This design comes from an exercise in tuning for small area, a short achievable clock period and few clock cycles per item on the open sky130 flow, not from production work.
Where RTL was checked, it was by simulation tests only, not by an equivalence proof against the original.
Power figures rest on the tool's default switching activity, not on a simulated workload.

==> job 8818 <==
==> flow/design.v <==
module sfl_gf_inv (
    input  wire       clk,
    input  wire [9:0] num,
    input  wire [9:0] den,
    output reg  [9:0] quo
);
    localparam [99:0] TO_C = 100'h257a12ae427b295f90c1ce001;
    localparam [99:0] FR_C = 100'h843cb0d8333b30d8e13a98c01;
    function [9:0] lin;
        input [9:0]  a;
        input [99:0] m;
        reg   [9:0]  p;
        integer i;
        begin
            p = 10'd0;
            for (i = 0; i < 10; i = i + 1)
                if (a[i])
                    p = p ^ m[i*10 +: 10];
            lin = p;
        end
    endfunction
    function [4:0] gf32_mul;
        input [4:0] a;
        input [4:0] b;
        reg   [4:0] p;
        reg   [4:0] x;
        integer i;
        begin
            p = 5'd0;
            x = a;
            for (i = 0; i < 5; i = i + 1) begin
                if (b[i])
                    p = p ^ x;
                x = {x[3:0], 1'b0} ^ (x[4] ? 5'h05 : 5'h00);
            end
            gf32_mul = p;
        end
    endfunction
    localparam [159:0] INV32 = 160'hdd263fd5512a35ee8b0b699e78649663ae9e4820;
    function [4:0] gf32_inv;
        input [4:0] a;
        reg   [4:0] y;
        integer k;
        begin
            y = 5'd0;
            for (k = 1; k < 32; k = k + 1)
                y = y | ({5{a == k}} & INV32[k*5 +: 5]);
            gf32_inv = y;
        end
    endfunction
    reg  [9:0] n1, d1;
    reg  [4:0] q1;
    wire [9:0] dc = lin(den, TO_C);
    always @(posedge clk) begin
        n1 <= lin(num, TO_C);
        d1 <= dc;
        q1 <= gf32_mul(dc[4:0], dc[4:0]) ^ gf32_mul(dc[4:0], dc[9:5]) ^ gf32_mul(dc[9:5], dc[9:5]);
    end
    reg  [9:0] n2, i2;
    wire [4:0] qi = gf32_inv(q1);
    always @(posedge clk) begin
        n2 <= n1;
        i2 <= {gf32_mul(d1[9:5], qi), gf32_mul(d1[4:0] ^ d1[9:5], qi)};
    end
    wire [4:0] hh = gf32_mul(n2[9:5], i2[9:5]);
    wire [4:0] ll = gf32_mul(n2[4:0], i2[4:0]);
    wire [4:0] mm = gf32_mul(n2[9:5] ^ n2[4:0], i2[9:5] ^ i2[4:0]);
    always @(posedge clk)
        quo <= lin({mm ^ ll, hh ^ ll}, FR_C);
endmodule
module sfl_rs_dec (
    input  wire       clk,
    input  wire       rst,
    input  wire       in_valid,
    output reg        in_ready,
    input  wire [9:0] in_sym,
    input  wire       in_short,
    output reg        err_valid,
    output reg  [9:0] err_pos,
    output wire [9:0] err_val,
    output reg        done,
    output reg        fail,
    output reg  [4:0] nerr
);
    localparam NSYN = 30;
    function [9:0] gf_mul;
        input [9:0] a;
        input [9:0] b;
        reg   [9:0] p;
        reg   [9:0] x;
        integer i;
        begin
            p = 10'd0;
            x = a;
            for (i = 0; i < 10; i = i + 1) begin
                if (b[i])
                    p = p ^ x;
                x = {x[8:0], 1'b0} ^ (x[9] ? 10'h009 : 10'h000);
            end
            gf_mul = p;
        end
    endfunction
    function [9:0] gf_pow;
        input integer e;
        reg   [9:0] p;
        integer i;
        begin
            p = 10'd1;
            for (i = 0; i < e; i = i + 1)
                p = {p[8:0], 1'b0} ^ (p[9] ? 10'h009 : 10'h000);
            gf_pow = p;
        end
    endfunction
    function [9:0] gf_sq;
        input [9:0] a;
        reg   [9:0] p;
        integer i;
        begin
            p = 10'd0;
            for (i = 0; i < 10; i = i + 1)
                if (a[i])
                    p = p ^ gf_pow(2 * i);
            gf_sq = p;
        end
    endfunction
    integer j;
    genvar g;
    reg  [9:0] S [0:NSYN-1];
    reg  [9:0] rcnt;             
    reg        rfirst;           
    reg        r_short;          
    reg        sfull;            
    reg        s_short;          
    reg  [9:0] sym_r;            
    reg        v_r, f_r, l_r;
    wire       accept   = in_valid & in_ready;
    wire       r_last   = ~rfirst & (rcnt == (r_short ? 10'd230 : 10'd543));
    wire       last_acc = accept & r_last;
    reg        sI, sD, sF, sU, sO, sW;
    wire       kes_idle = sI;
    reg        xfer;             
    wire [9:0] syn_next [0:NSYN-1];
    generate
        for (g = 0; g < NSYN; g = g + 1) begin : g_syn
            localparam [9:0] AJ = gf_pow(g);
            assign syn_next[g] = (f_r ? 10'd0 : gf_mul(S[g], AJ)) ^ sym_r;
        end
    endgenerate
    always @(posedge clk) begin
        sym_r <= in_sym;
        f_r   <= rfirst;
        l_r   <= r_last;
        if (v_r)
            for (j = 0; j < NSYN; j = j + 1)
                S[j] <= syn_next[j];
        if (v_r & l_r)
            s_short <= r_short;
    end
    reg [299:0] s_flat;
    always @(*) for (j = 0; j < NSYN; j = j + 1) s_flat[j*10 +: 10] = S[j];
    wire szero = ~|s_flat;
    reg  [9:0] sc  [0:NSYN-1];   
    reg  [9:0] lam [0:15];       
    reg  [9:0] bs  [0:15];       
    reg  [9:0] opa_r [0:3];      
    reg  [9:0] posr [0:3];       
    reg  [9:0] acc;              
    reg  [9:0] betr;             
    reg  [9:0] f;                
    reg  [9:0] carry;
    reg  [9:0] sa_r, sb_r;       
    reg  [3:0] ch_k;             
    reg  [4:0] L;
    reg  [4:0] kr;               
    reg  [1:0] kc;               
    reg        chg;
    reg        k_short;
    reg        sc_rot, sc_clr;   
    reg  [1:0] ph;               
    reg  [1:0] phn;              
    wire [4:0] kw = kr - 5'd1;   
    wire [9:0] mul_out [0:3];
    wire [9:0] lam_new [0:3];
    wire [9:0] xsel    [0:3];
    wire [9:0] bs_new  [0:3];
    generate
        for (g = 0; g < 4; g = g + 1) begin : g_lane
            assign mul_out[g] = gf_mul(opa_r[g], posr[g]);
            assign lam_new[g] = sU ? (lam[g] ^ mul_out[g]) : lam[g];
            assign xsel[g]    = chg ? lam[g] : bs[g];
            wire [9:0] xprev  = (g != 0) ? xsel[(g == 0) ? 0 : g - 1] :
                                (ph == 2'd0) ? 10'd0 :
                                (kc == 2'd0) ? (chg ? lam[15] : bs[15]) : carry;
            wire [9:0] om_wr  = (sO && (kr != 5'd0) && (ph == kw[3:2]) && (kw[1:0] == g)) ? f : bs[g];
            assign bs_new[g]  = sU ? xprev : om_wr;
        end
    endgenerate
    wire [9:0] dsum = mul_out[0] ^ mul_out[1] ^ mul_out[2] ^ mul_out[3] ^ ((kc == 2'd0) ? 10'd0 : acc);
    wire       pre_bs  = sF | (sU && kc != 2'd3);
    wire       pre_f   = sU && kc != 2'd3;
    wire       pre_rot = sO && kc == 2'd3;
    reg  [9:0] sc0 [0:3];
    reg  [9:0] sc1 [0:3];
    always @(*) begin
        for (j = 0; j < 4; j = j + 1) begin
            case (phn)
                2'd0: begin sc0[j] = sc[j];      sc1[j] = sc[(j + NSYN - 1) % NSYN]; end
                2'd1: begin sc0[j] = sc[4 + j];  sc1[j] = sc[3 + j];  end
                2'd2: begin sc0[j] = sc[8 + j];  sc1[j] = sc[7 + j];  end
                default: begin sc0[j] = sc[12 + j]; sc1[j] = sc[11 + j]; end
            endcase
        end
    end
    wire       in_chain = (ch_k != 4'd0);
    wire [9:0] smul     = gf_mul(sa_r, sb_r);
    wire       chg_n    = (acc != 10'd0) && ({L, 1'b0} <= {1'b0, kr});
    wire       chien_busy;
    reg        ld;               
    wire       c_drain;          
    wire       ld_start = sW & ~chien_busy & ~c_drain & ~ld & (ph == 2'd3);
    always @(posedge clk) begin
        if (rst) begin
            {sI, sD, sF, sU, sO, sW} <= 6'b100000;
            ch_k   <= 4'd0;
            ld     <= 1'b0;
            sc_rot <= 1'b0;
            sc_clr <= 1'b0;
        end else begin
            ld     <= ld_start;
            sc_rot <= (sD | sO) && kc == 2'd2;
            sc_clr <= sD && kc == 2'd2 && kr == 5'd29;
            if (!sF && in_chain) begin
                sa_r <= gf_sq(smul);
                ch_k <= ch_k - 4'd1;
                if (ch_k == 4'd1)
                    betr <= smul;
            end
            if (sI && xfer) begin
                L       <= 5'd0;
                kr      <= 5'd0;
                kc      <= 2'd0;
                betr    <= 10'd1;
                k_short <= s_short;
                sI      <= 1'b0;
                if (szero) sW <= 1'b1;
                else       sD <= 1'b1;
            end
            if (sD) begin
                acc <= dsum;
                kc  <= kc + 2'd1;
                if (kc == 2'd3) begin
                    sa_r <= dsum;
                    sb_r <= gf_sq((ch_k == 4'd1) ? smul : betr);
                    sD   <= 1'b0;
                    sF   <= 1'b1;
                end
            end
            if (sF) begin
                f     <= smul;
                carry <= 10'd0;
                chg   <= chg_n;
                if (chg_n) begin
                    L    <= kr + 5'd1 - L;
                    sa_r <= gf_sq(acc);
                    sb_r <= acc;
                    ch_k <= 4'd8;
                end
                sF <= 1'b0;
                sU <= 1'b1;
            end
            if (sU) begin
                carry <= xsel[3];
                kc    <= kc + 2'd1;
                if (kc == 2'd3) begin
                    sU <= 1'b0;
                    if (kr == 5'd29) begin
                        kr <= 5'd0;
                        sO <= 1'b1;
                    end else begin
                        kr <= kr + 5'd1;
                        sD <= 1'b1;
                    end
                end
            end
            if (sO) begin
                acc <= dsum;
                kc  <= kc + 2'd1;
                if (kc == 2'd3) begin
                    f  <= dsum;
                    kr <= kr + 5'd1;
                    if (kr == 5'd15) begin
                        sO <= 1'b0;
                        sW <= 1'b1;
                    end
                end
            end
            if (ld) begin
                sW <= 1'b0;
                sI <= 1'b1;
            end
        end
    end
    always @(posedge clk) begin
        if (sI && xfer) begin
            ph  <= 2'd0;
            phn <= 2'd1;
            for (j = 0; j < 4; j = j + 1) begin
                posr[j]  <= S[(NSYN - j) % NSYN];
                opa_r[j] <= (j == 0) ? 10'd1 : 10'd0;
            end
            for (j = 0; j < 16; j = j + 1) begin
                lam[j] <= (j == 0) ? 10'd1 : 10'd0;
                bs[j]  <= (j == 1) ? 10'd1 : 10'd0;
            end
            for (j = 0; j < NSYN; j = j + 1)
                sc[j] <= S[(NSYN - j) % NSYN];
        end else begin
            ph  <= ph + 2'd1;
            phn <= phn + 2'd1;
            for (j = 0; j < 4; j = j + 1) begin
                if (sF)
                    posr[j] <= smul;
                else if (pre_f)
                    posr[j] <= f;
                else if (pre_rot)
                    posr[j] <= sc1[j];
                else
                    posr[j] <= sc0[j];
                opa_r[j] <= pre_bs ? bs[4+j] : lam[4+j];
            end
            for (j = 0; j < 12; j = j + 1) begin
                lam[j] <= lam[j+4];
                bs[j]  <= bs[j+4];
            end
            for (j = 0; j < 4; j = j + 1) begin
                lam[12+j] <= lam_new[j];
                bs[12+j]  <= bs_new[j];
            end
            if (sc_rot) begin
                sc[0] <= sc[NSYN-1];
                for (j = 1; j < NSYN; j = j + 1)
                    sc[j] <= (sc_clr && j < 16) ? 10'd0 : sc[j-1];
            end
        end
    end
    wire sfull_n  = (v_r & l_r) | (sfull & ~xfer);       
    wire sI_n     = (sI & ~xfer) | ld;
    wire xfer_n   = sfull_n & sI_n;
    wire sfull_nn = last_acc | (sfull_n & ~xfer_n);      
    wire sI_nn    = (sI_n & ~xfer_n) | ld_start;
    wire rfirst_n = accept ? r_last : rfirst;
    always @(posedge clk) begin
        if (rst) begin
            rcnt     <= 10'd0;
            rfirst   <= 1'b1;
            sfull    <= 1'b0;
            xfer     <= 1'b0;
            v_r      <= 1'b0;
            in_ready <= 1'b1;
        end else begin
            v_r      <= accept;
            sfull    <= sfull_n;
            xfer     <= xfer_n;
            in_ready <= ~rfirst_n | ~(sfull_nn & ~sI_nn);
            if (accept) begin
                if (rfirst)
                    r_short <= in_short;
                if (r_last) begin
                    rcnt   <= 10'd0;
                    rfirst <= 1'b1;
                end else begin
                    rcnt   <= rcnt + 10'd1;
                    rfirst <= 1'b0;
                end
            end
        end
    end
    reg  [9:0] R [0:15];
    reg  [9:0] Q [1:15];
    reg        c_act;            
    reg  [9:0] c_pos;            
    reg  [4:0] c_rem;            
    reg  [4:0] c_L;
    reg        c_bad;            
    assign chien_busy = c_act;
    reg [9:0] lsum, osum, odd;
    always @(*) begin
        odd  = 10'd0;
        lsum = 10'd0;
        osum = 10'd0;
        for (j = 0; j < 16; j = j + 1) begin
            lsum = lsum ^ R[j];
            if (j % 2 == 0)
                odd = odd ^ R[j];
        end
        for (j = 1; j < 16; j = j + 1)
            osum = osum ^ Q[j];
    end
    always @(posedge clk)
        if (ld)
            R[0] <= lam[15];
    generate
        for (g = 1; g < 16; g = g + 1) begin : g_rq
            localparam [9:0] AK = gf_pow(g);
            always @(posedge clk) begin
                R[g] <= ld ? ((g == 15) ? 10'd1 : lam[15-g]) : gf_mul(R[g], AK);
                Q[g] <= ld ? bs[15-g] : gf_mul(Q[g], AK);
            end
        end
    endgenerate
    wire hit  = c_act & (lsum == 10'd0) & ~c_bad;
    wire c_ok = (c_rem == 5'd0) | (hit & (c_rem == 5'd1));
    wire term = c_act & (c_ok | (c_pos == 10'd0) | c_bad);
    reg  c_fail;
    reg        h2, d2, h3, d3, h4, d4;
    reg  [9:0] o2, q2;
    assign c_drain = d2 | d3 | d4;
    sfl_gf_inv u_div (.clk(clk), .num(o2), .den(q2), .quo(err_val));
    always @(posedge clk) begin
        if (rst) begin
            c_act     <= 1'b0;
            h2        <= 1'b0;
            d2        <= 1'b0;
            h3        <= 1'b0;
            d3        <= 1'b0;
            h4        <= 1'b0;
            d4        <= 1'b0;
            err_valid <= 1'b0;
            done      <= 1'b0;
        end else begin
            if (ld) begin
                c_act <= 1'b1;
                c_pos <= k_short ? 10'd230 : 10'd543;
                c_rem <= L;
                c_L   <= L;
                c_bad <= (L > 5'd15);
            end else begin
                c_pos <= c_pos - 10'd1;
                if (hit)
                    c_rem <= c_rem - 5'd1;
                if (term) begin
                    c_act  <= 1'b0;
                    c_fail <= ~c_ok;
                end
            end
            h2 <= hit;
            d2 <= term;
            h3 <= h2;
            d3 <= d2;
            h4 <= h3;
            d4 <= d3;
            err_valid <= h4;
            done      <= d4;
        end
        o2      <= osum;
        q2      <= odd;
        fail    <= c_fail;
        nerr    <= c_L;
        err_pos <= c_pos + 10'd3;
    end
endmodule
==> flow/run.sh <==
#!/bin/bash
# synth_recipe.tcl (not shown) runs the flow's synth.tcl, then flattens the netlist and writes it again
# the make line also repeats each setting of config.mk as NAME=value (left out here)
make -C /OpenROAD-flow-scripts/flow DESIGN_CONFIG=/design/flow/config.mk WORK_HOME=/design/flow/orfs CLKGATE_MAP_FILE= SYNTH_SCRIPT=/design/flow/synth_recipe.tcl finish
==> flow/config.mk <==
export PLATFORM = sky130hd
export DESIGN_NAME = sfl_rs_dec
export DESIGN_NICKNAME = sfl_rs_dec
export VERILOG_FILES = /design/flow/design.v
export SDC_FILE = /design/flow/constraint.sdc
export NUM_CORES = 4
export LEC_CHECK = 0
export CAP_MARGIN = 10
export CORE_MARGIN = 2
export CORE_UTILIZATION = 45
export CTS_CLUSTER_DIAMETER = 60
export CTS_CLUSTER_SIZE = 30
export PLACE_DENSITY = 0.6
export SETUP_SLACK_MARGIN = 5
export SLEW_MARGIN = 10
export SYNTH_MEMORY_MAX_BITS = 16384
==> flow/constraint.sdc <==
create_clock -name core_clock -period 10.0 [get_ports {clk}]
set_input_delay 2.0000 -clock core_clock [delete_from_list [all_inputs] [get_ports {clk}]]
set_output_delay 2.0000 -clock core_clock [all_outputs]
set_load 0.01 [all_outputs]
==> inputs of job 6191, as changes to job 8818 <==
--- a/flow/config.mk
+++ b/flow/config.mk
@@ -7,10 +7,8 @@
 export LEC_CHECK = 0
 export CAP_MARGIN = 10
 export CORE_MARGIN = 2
-export CORE_UTILIZATION = 45
-export CTS_CLUSTER_DIAMETER = 60
-export CTS_CLUSTER_SIZE = 30
-export PLACE_DENSITY = 0.6
+export CORE_UTILIZATION = 30
+export PLACE_DENSITY = 0.5
 export SETUP_SLACK_MARGIN = 5
 export SLEW_MARGIN = 10
 export SYNTH_MEMORY_MAX_BITS = 16384
==> inputs of job 5632, as changes to job 8818 <==
--- a/flow/design.v
+++ b/flow/design.v
@@ -132,9 +132,10 @@
     reg        sfull;            
     reg        s_short;          
     reg  [9:0] sym_r;            
-    reg        v_r, f_r, l_r;
+    reg        v_r, f_r, l_r, sh_r;
     wire       accept   = in_valid & in_ready;
-    wire       r_last   = ~rfirst & (rcnt == (r_short ? 10'd230 : 10'd543));
+    wire       cur_sh   = rfirst ? in_short : r_short;
+    wire       r_last   = (rcnt == (cur_sh ? 10'd230 : 10'd543));
     wire       last_acc = accept & r_last;
     reg        sI, sD, sF, sU, sO, sW;
     wire       kes_idle = sI;
@@ -150,11 +151,12 @@
         sym_r <= in_sym;
         f_r   <= rfirst;
         l_r   <= r_last;
+        sh_r  <= cur_sh;
         if (v_r)
             for (j = 0; j < NSYN; j = j + 1)
                 S[j] <= syn_next[j];
         if (v_r & l_r)
-            s_short <= r_short;
+            s_short <= sh_r;
     end
     reg [299:0] s_flat;
     always @(*) for (j = 0; j < NSYN; j = j + 1) s_flat[j*10 +: 10] = S[j];
@@ -177,7 +179,6 @@
     reg        k_short;
     reg        sc_rot, sc_clr;   
     reg  [1:0] ph;               
-    reg  [1:0] phn;              
     wire [4:0] kw = kr - 5'd1;   
     wire [9:0] mul_out [0:3];
     wire [9:0] lam_new [0:3];
@@ -199,18 +200,7 @@
     wire       pre_bs  = sF | (sU && kc != 2'd3);
     wire       pre_f   = sU && kc != 2'd3;
     wire       pre_rot = sO && kc == 2'd3;
-    reg  [9:0] sc0 [0:3];
-    reg  [9:0] sc1 [0:3];
-    always @(*) begin
-        for (j = 0; j < 4; j = j + 1) begin
-            case (phn)
-                2'd0: begin sc0[j] = sc[j];      sc1[j] = sc[(j + NSYN - 1) % NSYN]; end
-                2'd1: begin sc0[j] = sc[4 + j];  sc1[j] = sc[3 + j];  end
-                2'd2: begin sc0[j] = sc[8 + j];  sc1[j] = sc[7 + j];  end
-                default: begin sc0[j] = sc[12 + j]; sc1[j] = sc[11 + j]; end
-            endcase
-        end
-    end
+    wire [1:0] pre_g   = ph + 2'd1;
     wire       in_chain = (ch_k != 4'd0);
     wire [9:0] smul     = gf_mul(sa_r, sb_r);
     wire       chg_n    = (acc != 10'd0) && ({L, 1'b0} <= {1'b0, kr});
@@ -302,8 +292,7 @@
     end
     always @(posedge clk) begin
         if (sI && xfer) begin
-            ph  <= 2'd0;
-            phn <= 2'd1;
+            ph <= 2'd0;
             for (j = 0; j < 4; j = j + 1) begin
                 posr[j]  <= S[(NSYN - j) % NSYN];
                 opa_r[j] <= (j == 0) ? 10'd1 : 10'd0;
@@ -315,17 +304,16 @@
             for (j = 0; j < NSYN; j = j + 1)
                 sc[j] <= S[(NSYN - j) % NSYN];
         end else begin
-            ph  <= ph + 2'd1;
-            phn <= phn + 2'd1;
+            ph <= ph + 2'd1;
             for (j = 0; j < 4; j = j + 1) begin
                 if (sF)
                     posr[j] <= smul;
                 else if (pre_f)
                     posr[j] <= f;
                 else if (pre_rot)
-                    posr[j] <= sc1[j];
+                    posr[j] <= sc[({pre_g, 2'b00} + j + NSYN - 1) % NSYN];
                 else
-                    posr[j] <= sc0[j];
+                    posr[j] <= sc[{pre_g, 2'b00} + j];
                 opa_r[j] <= pre_bs ? bs[4+j] : lam[4+j];
             end
             for (j = 0; j < 12; j = j + 1) begin
--- a/flow/config.mk
+++ b/flow/config.mk
@@ -7,10 +7,8 @@
 export LEC_CHECK = 0
 export CAP_MARGIN = 10
 export CORE_MARGIN = 2
-export CORE_UTILIZATION = 45
-export CTS_CLUSTER_DIAMETER = 60
-export CTS_CLUSTER_SIZE = 30
-export PLACE_DENSITY = 0.6
+export CORE_UTILIZATION = 30
+export PLACE_DENSITY = 0.5
 export SETUP_SLACK_MARGIN = 5
 export SLEW_MARGIN = 10
 export SYNTH_MEMORY_MAX_BITS = 16384
==> impl_metrics.toml <==
[status]
outcome = "complete, no violations"

[critical_path]
cpPeakStageDelay_ps = 930

[yosys]
synth_compound_area_share_pct = 7.108

[clock_tree]
cts_buffer_depth = 3
htree_levels = 3

[routing]
dr_wl_met2_um = 110400
routed_via_density = 5.492

[pwr]
p_seq_w = 0.0106
p_leak_nw = 31.84
switchingPower_w = 0.01409
pwr-share-clk_pct = 16.0

[final_layout]
multi_input_area_um2 = 39670
final_cell_mix = "nand2_1 (1576), xnor2_1 (1270), dfxtp_1 (830)"
Source of the figures above: job 8818

==> impl_metrics.toml <==
[pwr]
p_seq_w = 0.0107
pwr-share-clk_pct = 18.2
p_leak_nw = 32.72
switchingPower_w = 0.01483

[critical_path]
cpPeakStageDelay_ps = 830

[routing]
routed_via_density = 5.064

[status]
outcome = "complete, no violations"

[yosys]
synth_compound_area_share_pct = 8.343
Source of the figures above: job 5632

==> impl_metrics.toml <==
[clock_tree]
htree_levels = 4

[pwr]
pwr-share-clk_pct = 18.4
p_seq_w = 0.0106
p_leak_nw = 32.52
switchingPower_w = 0.01427

[final_layout]
multi_input_area_um2 = 39680
final_cell_mix = "nand2_1 (1576), xnor2_1 (1270), dfxtp_1 (830)"

[status]
outcome = "complete, no violations"

[yosys]
synth_compound_area_share_pct = 7.108

[routing]
dr_wl_met2_um = 120400
routed_via_density = 4.895

[critical_path]
cpPeakStageDelay_ps = 720
Source of the figures above: job 6191

Testbench counts of job 8818, summed over its fixed seeds: cycles 104,799, codewords 192.
Testbench counts of job 6191, summed over its fixed seeds: cycles 104,799, codewords 192.
No functional check of the RTL was part of job 5632.

==> re-timing with driven ports <==
The results above use ideal ports. As a check the final layouts listed here were re-extracted and re-timed, cells and wires unchanged. Step 1 sets driving cells, clkbuf_16 on the clock port and buf_2 on the other inputs (assumed; they add their load-dependent delay and slew). Step 2 also shifts input and output timing later by t, the mid clock arrival at the registers, as if the neighbouring blocks saw the same clock. Slacks: no drivers / after step 1 / after step 2; pairs: no drivers / after step 1.
| run | t, ns | slack for setup (ns) | hold WS [ns] | worst setup path after step 2 |
|---|---|---|---|---|
| job 8818 | 0.874 | 5.917 / 5.917 / 5.917 | 0.333 / 0.333 / 0.333 | register to register |
| job 6191 | 0.922 | 6.020 / 6.020 / 5.764 | 0.327 / 0.327 / 0.327 | input to register |
| job 5632 | 0.926 | 5.213 / 5.213 / 5.213 | 0.327 / 0.327 / 0.327 | register to register |
After both steps every run listed still meets setup and hold. For job 6191, which loses most, drivers alone change the setup slack by 0.000 ns; drivers and shift together by -0.256 ns.
